Context: an optimization exercise on an open-source flow, tuned for a short achievable clock period and few clock cycles per item. The choices shown serve that exercise and are no tape-out recipe.
In this exercise RTL edits were held to simulation tests only and were not proved equivalent to the original.
The flow treats the clock pin as an ideal source, which a real chip does not have.
Power is estimated from default activity; no workload was simulated.

==> run X: inputs <==
// sc_band_adapt
module sc_band_adapt (
    input  wire        clk,
    input  wire        rst,
    input  wire        start,
    input  wire [15:0] n_edges,    
    input  wire [31:0] t_span,     
    input  wire [15:0] fsw_tgt,    
    input  wire [8:0]  k_b,        
    input  wire [15:0] h_in,       
    input  wire [15:0] h_min,
    input  wire [15:0] h_max,
    output wire        ready,
    output wire        done,
    output reg  [31:0] f_meas,
    output reg  [17:0] rho,        
    output reg  [15:0] h_out,
    output reg         at_min,
    output reg         at_max
);
Settings: LEC_CHECK=0, ABC_CLOCK_PERIOD_IN_PS=3000, CAP_MARGIN=20, CORE_MARGIN=2, CORE_UTILIZATION=58, CTS_CLUSTER_DIAMETER=150, CTS_CLUSTER_SIZE=20, PLACE_DENSITY=0.68, SLEW_MARGIN=20; clock period 12.0 ns.
standard.sh (not shown) runs the stock make flow with config.mk's settings and CLKGATE_MAP_FILE= SYNTH_SCRIPT=/design/flow/synth_recipe.tcl, a recipe that flattens the netlist after the stock synthesis.
==> flow/flow/run.sh <==
#!/bin/bash
# Layout: the standard flow (standard.sh), with synthesis run unchanged and
# these settings for the later steps:
#  - timing repair aims for SETUP_MARGIN ns of setup slack beyond the clock
#    period, so it keeps shortening the critical paths past the 12 ns constraint;
#  - sizing may change a cell's footprint (MATCH_CELL_FOOTPRINT=0);
set -euo pipefail
cd "$(dirname "${BASH_SOURCE[0]}")/.."
SETUP_MARGIN=${SETUP_MARGIN:-8.4}
bash standard.sh synth > synth.log 2>&1
bash standard.sh SETUP_SLACK_MARGIN="$SETUP_MARGIN" MATCH_CELL_FOOTPRINT=0 \
    TNS_END_PERCENT=100 \
    "BUFFER_PORTS_ARGS=-buffer_cell sky130_fd_sc_hd__buf_4" finish > layout.log 2>&1
==> run G (differences from run X) <==
--- a/flow/design.v
+++ b/flow/design.v
@@ -17,11 +17,11 @@
     output reg         at_min,
     output reg         at_max
 );
     localparam integer ND1 = 16;           
     localparam integer ND2 = 7;            
-    localparam integer LAT = 2 + ND1 + 2 + ND2 + 3;
+    localparam integer LAT = 1 + 2 + ND1 + 2 + ND2 + 3;
     function [47:0] csa_s;
         input [47:0] x, y, z;
         csa_s = x ^ y ^ z;
     endfunction
     function [47:0] csa_c;
@@ -33,11 +33,25 @@
     always @(posedge clk) begin
         if (rst) vld <= {LAT{1'b0}};
         else     vld <= {vld[LAT-2:0], start};
     end
     assign done = vld[LAT-1];
-    wire [37:0] nw = {22'd0, n_edges};
+    reg [15:0] n0;
+    reg [31:0] t0;
+    reg [15:0] tg0;
+    reg [8:0]  kb0;
+    reg [15:0] h0, hmn0, hmx0;
+    always @(posedge clk) begin
+        n0   <= n_edges;
+        t0   <= t_span;
+        tg0  <= fsw_tgt;
+        kb0  <= k_b;
+        h0   <= h_in;
+        hmn0 <= h_min;
+        hmx0 <= h_max;
+    end
+    wire [37:0] nw = {22'd0, n0};
     wire [37:0] c0 = nw << 21;
     wire [37:0] c1 = ~(nw << 17);
     wire [37:0] c2 = ~(nw << 14);
     wire [37:0] c3 = nw << 12;
     wire [37:0] c4 = ~(nw << 9);
@@ -60,17 +74,17 @@
     reg  [8:0]  kb1;
     reg  [15:0] h1, hmn1, hmx1;
     always @(posedge clk) begin
         r1a  <= e1s;
         r1b  <= e1c;
-        nz1  <= (n_edges != 16'd0);
-        t1   <= t_span;
-        tg1  <= fsw_tgt;
-        kb1  <= k_b;
-        h1   <= h_in;
-        hmn1 <= h_min;
-        hmx1 <= h_max;
+        nz1  <= (n0 != 16'd0);
+        t1   <= t0;
+        tg1  <= tg0;
+        kb1  <= kb0;
+        h1   <= h0;
+        hmn1 <= hmn0;
+        hmx1 <= hmx0;
     end
     wire [37:0] e2s = csa_s(r1a, r1b, c9), e2c = csa_c(r1a, r1b, c9);
     wire [37:0] m5  = e2s + e2c;
     reg  [45:0] num2;
     reg  [31:0] t2;
==> flow/flow/run.sh (replaced) <==
#!/bin/bash
# Layout: the standard flow (standard.sh), with synthesis run unchanged and
# these settings for the later steps:
#  - timing repair aims for SETUP_MARGIN ns of setup slack beyond the clock
#    period, so it keeps shortening the critical paths past the 12 ns constraint;
#  - sizing may change a cell's footprint (MATCH_CELL_FOOTPRINT=0);
#  - the port buffers are buf_4 cells instead of the flow's first pick;
set -euo pipefail
cd "$(dirname "${BASH_SOURCE[0]}")/.."
SETUP_MARGIN=${SETUP_MARGIN:-8.4}
bash standard.sh synth > synth.log 2>&1
bash standard.sh SETUP_SLACK_MARGIN="$SETUP_MARGIN" MATCH_CELL_FOOTPRINT=0 \
    TNS_END_PERCENT=100 \
    "BUFFER_PORTS_ARGS=-buffer_cell sky130_fd_sc_hd__buf_4" \
    "PRE_CTS_TCL=$PWD/flow/pre_cts.tcl" finish > layout.log 2>&1
==> flow/flow/pre_cts.tcl (new file) <==
# Move each flip-flop that drives an output port's buffer next to that
# buffer (the buffers sit by the ports), then legalize the placement.
set block [ord::get_db_block]
set moved 0
foreach bterm [$block getBTerms] {
  if {[$bterm getIoType] ne "OUTPUT"} { continue }
  set net [$bterm getNet]
  if {$net eq "NULL"} { continue }
  set drv ""
  foreach it [$net getITerms] { if {[$it isOutputSignal]} { set drv $it } }
  if {$drv eq ""} { continue }
  set buf [$drv getInst]
  set in_net ""
  foreach it [$buf getITerms] { if {[$it isInputSignal]} { set in_net [$it getNet] } }
  if {$in_net eq "" || $in_net eq "NULL"} { continue }
  set ffq ""
  set nload 0
  foreach it [$in_net getITerms] {
    if {[$it isOutputSignal]} { set ffq $it } else { incr nload }
  }
  if {$ffq eq "" || $nload != 1} { continue }
  set ff [$ffq getInst]
  if {![string match "sky130_fd_sc_hd__df*" [[$ff getMaster] getName]]} { continue }
  lassign [$buf getLocation] bx by
  $ff setLocation $bx $by
  incr moved
}
puts "pre_cts: moved $moved output flip-flops next to their port buffers"
detailed_placement
check_placement -verbose
--- a/flow/config.mk
+++ b/flow/config.mk
@@ -6,10 +6,10 @@
 export NUM_CORES = 4
 export LEC_CHECK = 0
 export ABC_CLOCK_PERIOD_IN_PS = 3000
 export CAP_MARGIN = 20
 export CORE_MARGIN = 2
-export CORE_UTILIZATION = 58
+export CORE_UTILIZATION = 66
 export CTS_CLUSTER_DIAMETER = 150
 export CTS_CLUSTER_SIZE = 20
-export PLACE_DENSITY = 0.68
+export PLACE_DENSITY = 0.76
 export SLEW_MARGIN = 20
==> results.yml <==
sta:
  slew_headroom: 0.260
  period_share: 0.331
  fin_crit_ns: 3.97
clocking:
  post_cts_buffers: 312
  cts_buffer_depth: 4
logic_synthesis:
  synth_fa_ha_area_frac: 0.178
  synth_compound_area_frac: 0.160
route:
  wl_met2_mm: 309
floorplanning:
  dieHeight_um: 669
status:
  status: "finished clean"
layout:
  design.seq.count: 5703
power:
  power_frac_comb: 0.577
Source of the figures above: run X

==> results.yml <==
sta:
  slew_headroom: 0.208
  period_share: 0.323
status:
  status: "finished clean"
layout:
  design.seq.count: 5825
power:
  power_frac_comb: 0.566
route:
  wl_met2_mm: 336
logic_synthesis:
  synth_compound_area_frac: 0.156
Source of the figures above: run G

Testbench counts of run X, summed over its fixed seeds: cycles 2,632, items 2,400.
Testbench counts of run G, summed over its fixed seeds: cycles 2,640, items 2,400.

==> re-timing with driven ports <==
How much do the figures lean on ideal ports? The routed layouts below were timed once more, with nothing changed but the port constraints. Step 1, drivers: a clkbuf_16 drives clk and a buf_2 each remaining input, both assumed. Step 2 also shifts input and output timing later by t, the mid clock arrival at the registers, as if the neighbouring blocks saw the same clock. Slacks: ideal / step 1 / step 2; pairs: ideal / step 1.
run | shift t [ns] | slack for setup (ns) | worst setup path at the end | worst data-port slew with drivers (ns)
run X | 1.087 | 8.026 / 7.921 / 7.011 | input to register | 0.14
run G | 1.119 | 8.122 / 7.991 / 8.146 | register to register | 0.26
After both steps every run listed still meets setup and hold. The setup slack of run X, which loses most, moves by -0.105 ns with the drivers and by -1.015 ns with both steps.
